What follows belongs to an exercise in optimizing a design on an open flow for small area, a short achievable clock period and few clock cycles per item; a production flow would make more cautious choices. The RTL of this run was laid out without a check of its function.

==> design.v <==
module fpu_round (
    input  wire               sign,
    input  wire signed [11:0] exp,      
    input  wire        [47:0] m,        
    input  wire               sticky,
    input  wire        [1:0]  rm,       
    input  wire               ftz,
    output reg         [31:0] result,
    output reg         [3:0]  flags     
);
    localparam NX = 4'b0001, UF = 4'b0010, OF = 4'b0100;
    function round_up;
        input       s;
        input [1:0] mode;
        input       lsb, guard, st;
        begin
            case (mode)
                2'd0:    round_up = guard & (st | lsb);
                2'd1:    round_up = 1'b0;
                2'd2:    round_up = s & (guard | st);
                default: round_up = ~s & (guard | st);
            endcase
        end
    endfunction
    wire [23:0] n_keep  = m[47:24];
    wire        n_guard = m[23];
    wire        n_st    = (|m[22:0]) | sticky;
    wire        n_inx   = n_guard | n_st;
    wire [24:0] n_rnd   = {1'b0, n_keep} + round_up(sign, rm, n_keep[0], n_guard, n_st);
    wire        n_carry = n_rnd[24];
    wire signed [11:0] e_rnd = exp + {11'd0, n_carry};
    wire [22:0] n_frac  = n_carry ? n_rnd[23:1] : n_rnd[22:0];
    wire overflow = e_rnd > 12'sd127;
    wire tiny     = e_rnd < -12'sd126;
    wire signed [12:0] sh_full = -13'sd102 - {exp[11], exp};
    wire        [5:0]  sh      = (sh_full > 13'sd63) ? 6'd63 : sh_full[5:0];
    wire       [111:0] wide    = {m, 64'd0} >> sh;
    wire        [23:0] s_keep  = wide[87:64];
    wire               s_guard = wide[63];
    wire               s_st    = (|wide[62:0]) | sticky;
    wire               s_inx   = s_guard | s_st;
    wire        [23:0] s_rnd   = s_keep + {23'd0, round_up(sign, rm, s_keep[0], s_guard, s_st)};
    always @* begin
        if (overflow) begin
            if (rm == 2'd1 || (rm == 2'd2 && !sign) || (rm == 2'd3 && sign))
                result = {sign, 31'h7F7F_FFFF};
            else
                result = {sign, 31'h7F80_0000};
            flags = OF | NX;
        end else if (tiny) begin
            if (ftz) begin
                result = {sign, 31'd0};
                flags  = UF | NX;
            end else begin
                result = {sign, 7'd0, s_rnd};
                flags  = s_inx ? (UF | NX) : 4'd0;
            end
        end else begin
            result = {sign, e_rnd[7:0] + 8'd127, n_frac};
            flags  = n_inx ? NX : 4'd0;
        end
    end
endmodule
module fpu_unpack (
    input  wire        [31:0] x,
    input  wire               ftz,
    output wire               sign,
    output wire signed [11:0] exp,     
    output wire        [23:0] sig,     
    output wire               is_zero,
    output wire               is_inf,
    output wire               is_nan,
    output wire               is_snan
);
    wire [7:0]  e = x[30:23];
    wire [22:0] f = x[22:0];
    wire        sub = (e == 8'd0) && (f != 23'd0);
    assign sign    = x[31];
    assign is_nan  = (e == 8'hFF) && (f != 23'd0);
    assign is_snan = is_nan && !f[22];
    assign is_inf  = (e == 8'hFF) && (f == 23'd0);
    assign is_zero = (e == 8'd0) && ((f == 23'd0) || ftz);
    assign exp     = (e == 8'd0) ? -12'sd126 : ($signed({4'd0, e}) - 12'sd127);
    assign sig     = is_zero ? 24'd0 : {!sub, f};
endmodule
module fma_core (
    input  wire [31:0] a,
    input  wire [31:0] b,
    input  wire [31:0] c,
    input  wire [1:0]  rm,
    input  wire        ftz,
    output reg  [31:0] result,
    output reg  [3:0]  flags        
);
    localparam [3:0]  NV   = 4'b1000;
    localparam [31:0] QNAN = 32'h7FC0_0000;
    wire               sa, sb, sc, za, zb, zc, ia, ib, ic, na, nb, nc, sna, snb, snc;
    wire signed [11:0] ea, eb, ec;
    wire        [23:0] ma, mb, mc;
    fpu_unpack ua (.x(a), .ftz(ftz), .sign(sa), .exp(ea), .sig(ma), .is_zero(za),
                   .is_inf(ia), .is_nan(na), .is_snan(sna));
    fpu_unpack ub (.x(b), .ftz(ftz), .sign(sb), .exp(eb), .sig(mb), .is_zero(zb),
                   .is_inf(ib), .is_nan(nb), .is_snan(snb));
    fpu_unpack uc (.x(c), .ftz(ftz), .sign(sc), .exp(ec), .sig(mc), .is_zero(zc),
                   .is_inf(ic), .is_nan(nc), .is_snan(snc));
    wire sp = sa ^ sb;                  
    wire zp = za || zb;                 
    wire pinf = ia || ib;               
    wire [47:0] p = ma * mb;
    wire signed [12:0] j = {ec[11], ec} - {ea[11], ea} - {eb[11], eb} + 13'sd26;
    wire               c_high = j > 13'sd53;
    wire signed [12:0] sh_p_full = j - 13'sd53;             
    wire signed [12:0] sh_c_full = 13'sd53 - j;             
    wire        [6:0]  sh_p = !c_high ? 7'd0 : (sh_p_full > 13'sd80 ? 7'd80 : sh_p_full[6:0]);
    wire        [6:0]  sh_c =  c_high ? 7'd0 : (sh_c_full > 13'sd80 ? 7'd80 : sh_c_full[6:0]);
    wire signed [12:0] base = c_high ? sh_p_full : 13'sd0;
    wire [156:0] p_wide = {26'd0, p, 3'd0, 80'd0} >> sh_p;
    wire [156:0] c_wide = {mc, 53'd0, 80'd0} >> sh_c;
    wire [76:0]  p_w = {p_wide[156:81], p_wide[80] | (|p_wide[79:0])};
    wire [76:0]  c_w = {c_wide[156:81], c_wide[80] | (|c_wide[79:0])};
    wire        eff_sub = sp ^ sc;
    wire        c_big   = c_w > p_w;
    wire [77:0] w = !eff_sub ? ({1'b0, p_w} + {1'b0, c_w}) :
                    c_big    ? ({1'b0, c_w} - {1'b0, p_w}) : ({1'b0, p_w} - {1'b0, c_w});
    wire        s_sum = !eff_sub ? sp : (c_big ? sc : sp);
    reg [6:0] msb;
    integer i;
    always @* begin
        msb = 7'd0;
        for (i = 0; i < 78; i = i + 1)
            if (w[i]) msb = i[6:0];
    end
    wire [77:0] w_norm = w << (7'd77 - msb);
    wire [47:0] m_norm = w_norm[77:30];
    wire        st     = |w_norm[29:0];
    wire signed [11:0] e_norm = ea + eb - 12'sd49 + base[11:0] + $signed({5'd0, msb});
    wire [31:0] r_round;
    wire [3:0]  f_round;
    fpu_round u_round (.sign(s_sum), .exp(e_norm), .m(m_norm), .sticky(st),
                       .rm(rm), .ftz(ftz), .result(r_round), .flags(f_round));
    wire any_snan = sna || snb || snc;
    always @* begin
        result = r_round;
        flags  = f_round;
        if (pinf && zp) begin
            result = QNAN;
            flags  = NV;
        end else if (na || nb || nc) begin
            result = QNAN;
            flags  = any_snan ? NV : 4'd0;
        end else if (pinf) begin
            result = (ic && sc != sp) ? QNAN : {sp, 31'h7F80_0000};
            flags  = (ic && sc != sp) ? NV : 4'd0;
        end else if (ic) begin
            result = {sc, 31'h7F80_0000};
            flags  = 4'd0;
        end else if (zp) begin
            if (!zc)
                result = c;
            else if (sp == sc)
                result = {sp, 31'd0};
            else
                result = {rm == 2'd2, 31'd0};
            flags = 4'd0;
        end else if (w == 78'd0) begin
            result = {rm == 2'd2, 31'd0};
            flags  = 4'd0;
        end
    end
endmodule
module tangram_fma (
    input  wire        clk,
    input  wire        rst,         
    input  wire        in_valid,
    output wire        in_ready,
    input  wire [31:0] in_a,
    input  wire [31:0] in_b,
    input  wire [31:0] in_c,
    input  wire [1:0]  in_frm,      
    input  wire        in_ftz,
    output reg         out_valid,
    input  wire        out_ready,
    output reg  [31:0] out_result,
    output reg  [3:0]  out_flags    
);
    wire [31:0] res;
    wire [3:0]  flg;
    fma_core u_fma (.a(in_a), .b(in_b), .c(in_c), .rm(in_frm), .ftz(in_ftz),
                    .result(res), .flags(flg));
    assign in_ready = !out_valid || out_ready;
    always @(posedge clk) begin
        if (rst) begin
            out_valid  <= 1'b0;
            out_result <= 32'd0;
            out_flags  <= 4'd0;
        end else begin
            if (in_valid && in_ready) begin
                out_valid  <= 1'b1;
                out_result <= res;
                out_flags  <= flg;
            end else if (out_ready) begin
                out_valid <= 1'b0;
            end
        end
    end
endmodule
==> run.sh <==
#!/bin/bash
# synth_recipe.tcl (not shown) runs the flow's synth.tcl, then flattens the netlist and writes it again
# the make line also repeats each setting of config.mk as NAME=value (left out here)
make -C /OpenROAD-flow-scripts/flow DESIGN_CONFIG=/design/flow/config.mk WORK_HOME=/design/flow/orfs CLKGATE_MAP_FILE= SYNTH_SCRIPT=/design/flow/synth_recipe.tcl finish
==> config.mk <==
export PLATFORM = sky130hd
export DESIGN_NAME = tangram_fma
export DESIGN_NICKNAME = tangram_fma
export VERILOG_FILES = /design/flow/design.v
export SDC_FILE = /design/flow/constraint.sdc
export NUM_CORES = 4
export LEC_CHECK = 0
export CAP_MARGIN = 20
export CORE_MARGIN = 2
export CORE_UTILIZATION = 40
export SLEW_MARGIN = 20
==> constraint.sdc <==
create_clock -name core_clock -period 33.0 [get_ports {clk}]
set_input_delay 6.6000 -clock core_clock [delete_from_list [all_inputs] [get_ports {clk}]]
set_output_delay 6.6000 -clock core_clock [all_outputs]
set_load 0.01 [all_outputs]
==> results.sh <==
export IMPL_vias=77300
export IMPL_fin_area_mm2=0.07920
export IMPL_post_route_min_period_ps=32090
export IMPL_sequential_cell_area_fraction_in_the_yosys_report=0.01272
export IMPL_ys_dominant_reg_cell="dfxtp_1"
export IMPL_clock_skews_ps=1.921
export IMPL_gate_count_of_the_mapped_netlist=8360
export IMPL_final_nets=11320
export IMPL_critPathKind="input port to flop"
export IMPL_synth_xor_area_frac=0.02925
export IMPL_result_of_the_run="timing/DRC/antenna clean"
export IMPL_multiInputGateArea_mm2=0.05322
export IMPL_cts_buffers=5
export IMPL_min_delay_path_class="flop to flop"
export IMPL_drc_errors=0
export IMPL_crit_path_max_incr_delay_ps=810
export IMPL_worst_slew_pin_slew_ps=1098
export IMPL_cts_root_buffer_cell="clkbuf_16"
export IMPL_syn_cell_area_mm2=0.05821
export IMPL_grt_antenna_before_repair=12
export IMPL_core_rowCount=139
export IMPL_gpl_final_weighted_congestion=1.131
export IMPL_critPathCaptureType="flop"
export IMPL_flow_area_growth_from_synthesis_pct=36.05
export IMPL_cts_root_to_sink_buffers=2
export IMPL_worst_endpoint_required_ps=33170
export IMPL_synth_compound_area_share=0.2720
export IMPL_ys_seq_elements=37
export IMPL_worst_slack_ps=911.7
export IMPL_fp_dieW_um=385.5
export IMPL_dp_hpwl_um=289400
export IMPL_setup_viol_count_final=0
export IMPL_start_util=0.4043
export IMPL_cts_sinks=37
export IMPL_drv_cap=0
export IMPL_worst_setup_path_start_kind="input port"
export IMPL_worst_r2r_cell_count=10
export IMPL_syn_area_per_cell_um2=6.963
export IMPL_asyncSetResetFlopFracSynth=0
export IMPL_pre_cts_slack_ps=-1292
export IMPL_crit_top_cell="buf_4"
export IMPL_maxSlewViolCount=0
export IMPL_fp_dieArea_mm2=0.1486
export IMPL_io_pins=141
export IMPL_highest_net_fanout_along_the_worst_path=17
export IMPL_grt_max_degree=148
export IMPL_routedWlPerCell_um=28.04
export IMPL_final_period_utilization=0.9724
export IMPL_fmaxAchievable_ghz=0.03116
export IMPL_share_of_final_layout_standard_cells_stronger_than_drive_strength_1=0.2743
export IMPL_worst_slew_margin_rel=0.2679
export IMPL_whs_path_depth=2
export IMPL_die_h_um=385.5
export IMPL_setup_tns_ps=0
export IMPL_synth_lib_cells_used_distinct=144
export IMPL_synth_top_family_by_area="compound AO/OA/AOI/OAI gates"
export IMPL_ys_warn_count=3
export IMPL_reg2reg_setup_slack_ps=30670
export IMPL_placed_instance_area_mm2=0.07789
export IMPL_grt_first_pass_wirelength_um=495800
export IMPL_worst_endpoint_arrival_ps=32260
export IMPL_port_buffer_count=140
export IMPL_drt_vias_per_instance=6.328
export IMPL_firstDrtPassIters=9
export IMPL_number_of_flops_mapped_to_enable_cells_by_yosys=0
export IMPL_finalHoldWorstSlack_ps=485.8
export IMPL_vias_in_the_first_global_route=74770
export IMPL_cts_htree_levels=2
export IMPL_insertion_delay_ps=290
export IMPL_gr_total_overflow=0
export IMPL_cts_tree="yes"
export IMPL_clk_transition_reported_paths_ps=60
export IMPL_groute_usage_overall=0.4446
export IMPL_area_share_of_fa_ha_maj_cells_after_synthesis=0.2614
export IMPL_core_region_mm2=0.1440
export IMPL_register_area_um2=740.7
export IMPL_drt_first_iter_violations=10700
export IMPL_cpMaxStageDelayCell="clkdlybuf4s50_1"
export IMPL_timing_final_hold_violations=0
export IMPL_antenna_violating_nets_remaining=0
export IMPL_yosys_area_share_simple=0.2619
export IMPL_wirelength_um=342600
export IMPL_fillerInstances=14230
export IMPL_cts_hold_buffers_added=0
export IMPL_mux_contribution_to_synthesized_area=0.06925
export IMPL_synth_net_count=9371
registers in the layout (all words and copies together) (netlist names):
name / flops
out_result: 32
out_valid: 1
out_flags: 4
metrics by stage:
step           std cells  utilization
2_1_floorplan       8360            -
3_3_place_gp       12180       0.5408
3_5_place_dp       12180       0.5409
4_1_cts            12190       0.5426
5_1_grt            12210       0.5499
6_report           12220       0.5500
cell families (layout without fill, tap and decap cells):
| group | Yosys count | after routing |
|---|---|---|
| simple gates | 3258 | 3258 |
| other cells | 0 | 7 |
| buf+inv | 1376 | 3320 |
| compound gates | 2273 | 2275 |
| xor+xnor | 191 | 191 |
| mux | 316 | 316 |
| flops | 37 | 37 |
| fa+ha+maj | 909 | 909 |
cell type report:
type / instances / area share
flip-flops and latches: 37 / 0.009352
multi-input cells: 6949 / 0.6720
clock inverters: 2 / 0.0001264
repair buffers: 2464 / 0.2464
inverters: 848 / 0.04021
diodes: 7 / 0.0002212
well taps: 1903 / 0.03006
clock buffers: 6 / 0.001627
metal layers:
layer  global-route usage  part of all wire
met5                    0           0.00045
met4               0.2619             0.075
met3               0.1086              0.12
met2               0.6746              0.42
met1               0.5711              0.39
synth_stat cells, types with 48 or more instances:
library cell,instances,area [um^2]
a211oi_1,182,1366
a21o_1,96,720.7
a21oi_1,485,2427
a221oi_1,48,420.4
a22oi_1,85,638.1
a31oi_1,98,613.1
and2_1,105,656.9
and3_1,82,513.0
buf_2,73,365.4
clkbuf_1,387,1453
fa_1,512,10250
ha_1,396,4955
inv_1,840,3153
mux2i_1,205,2052
mux4_2,64,1441
nand2_1,981,3682
nand2b_1,51,319.1
nand3_1,252,1261
nand4_1,89,556.8
nor2_1,983,3690
nor3_1,287,1436
nor4_1,89,556.8
o211ai_1,126,945.9
o21ai_0,356,1782
o21ai_1,55,275.3
o21bai_1,53,397.9
o221ai_1,53,464.2
o22ai_1,83,519.3
o31ai_1,58,435.4
or2_2,64,400.4
or3_1,73,456.7
xnor2_1,129,1130
xor2_1,58,508.0
what timing repair did:
| item | 4_1_cts | 5_1_grt |
|---|---|---|
| resized for setup | 27 | 211 |
| pin swaps | 3 | 54 |
| buffers inserted | 2 | 19 |
| gates cloned | 0 | 2 |
| setup endpoints to repair | 33 | 34 |
| endpoints found under the hold margin | 0 | 0 |
cells in the final DEF (no fill, tap or decap), types with 33 or more instances in the layout:
| cell type | instances |
|---|---|
| o21ai_0 | 323 |
| mux2i_1 | 202 |
| a211oi_1 | 173 |
| a21oi_1 | 461 |
| xnor2_1 | 124 |
| and2_1 | 101 |
| o21bai_1 | 53 |
| o31ai_1 | 46 |
| buf_12 | 47 |
| mux2_2 | 37 |
| or3_1 | 70 |
| nor2_1 | 968 |
| nand2_1 | 974 |
| o22ai_1 | 81 |
| nand3_1 | 247 |
| fa_1 | 511 |
| a21o_1 | 96 |
| nand2b_1 | 50 |
| a31oi_1 | 88 |
| nor3_1 | 279 |
| o21ai_1 | 78 |
| clkdlybuf4s50_1 | 140 |
| mux4_2 | 64 |
| ha_1 | 392 |
| inv_1 | 838 |
| nor4_1 | 79 |
| o221ai_1 | 52 |
| xor2_1 | 55 |
| a221oi_1 | 44 |
| o2111ai_1 | 33 |
| buf_4 | 2260 |
| dfxtp_1 | 37 |
| o211ai_1 | 126 |
| or2_2 | 63 |
| o21a_1 | 33 |
| nand4_1 | 89 |
| a22oi_1 | 83 |
| and3_1 | 81 |
worst paths after layout:
check | from | end
worst max-delay path | in_ftz | out_result[18]$_SDFFE_PP0P_
worst min register to register | out_result[6]$_SDFFE_PP0P_ | out_result[6]$_SDFFE_PP0P_
worst max register to register | out_valid$_SDFFE_PP0P_ | out_result[9]$_SDFFE_PP0P_
worst min-delay path | out_result[6]$_SDFFE_PP0P_ | out_result[6]$_SDFFE_PP0P_
worst max-delay path: cells and delay by family:
kind            cells  cell delay [ps]
buf+inv            23             3850
xor+xnor            3              470
fa+ha+maj          16             6450
mux                 2              730
compound gates     45             9680
simple gates       20             4400

==> what the ideal ports hide <==
How much do the figures lean on ideal ports? The routed layout below was timed once more, with nothing changed but the port constraints.
Step 1 assumes that a clkbuf_16 drives the clock port and a buf_2 every other input.
Step 2 also shifts input and output timing later by t, the mid clock arrival at the registers, as if the neighbouring blocks saw the same clock.
a / b / c = no drivers / after step 1 / after step 2; a / b = the first two.
t, ns: 0.327
setup WS [ns]: 0.912 / 0.923 / 0.596
hold slack, ns: 0.486 / 0.486 / 0.486
latest minus earliest clock arrival (ns): 0.003 / 0.004
After both steps setup and hold are still met in this run. The setup slack of this run moves by +0.011 ns with the drivers and by -0.316 ns with both steps.
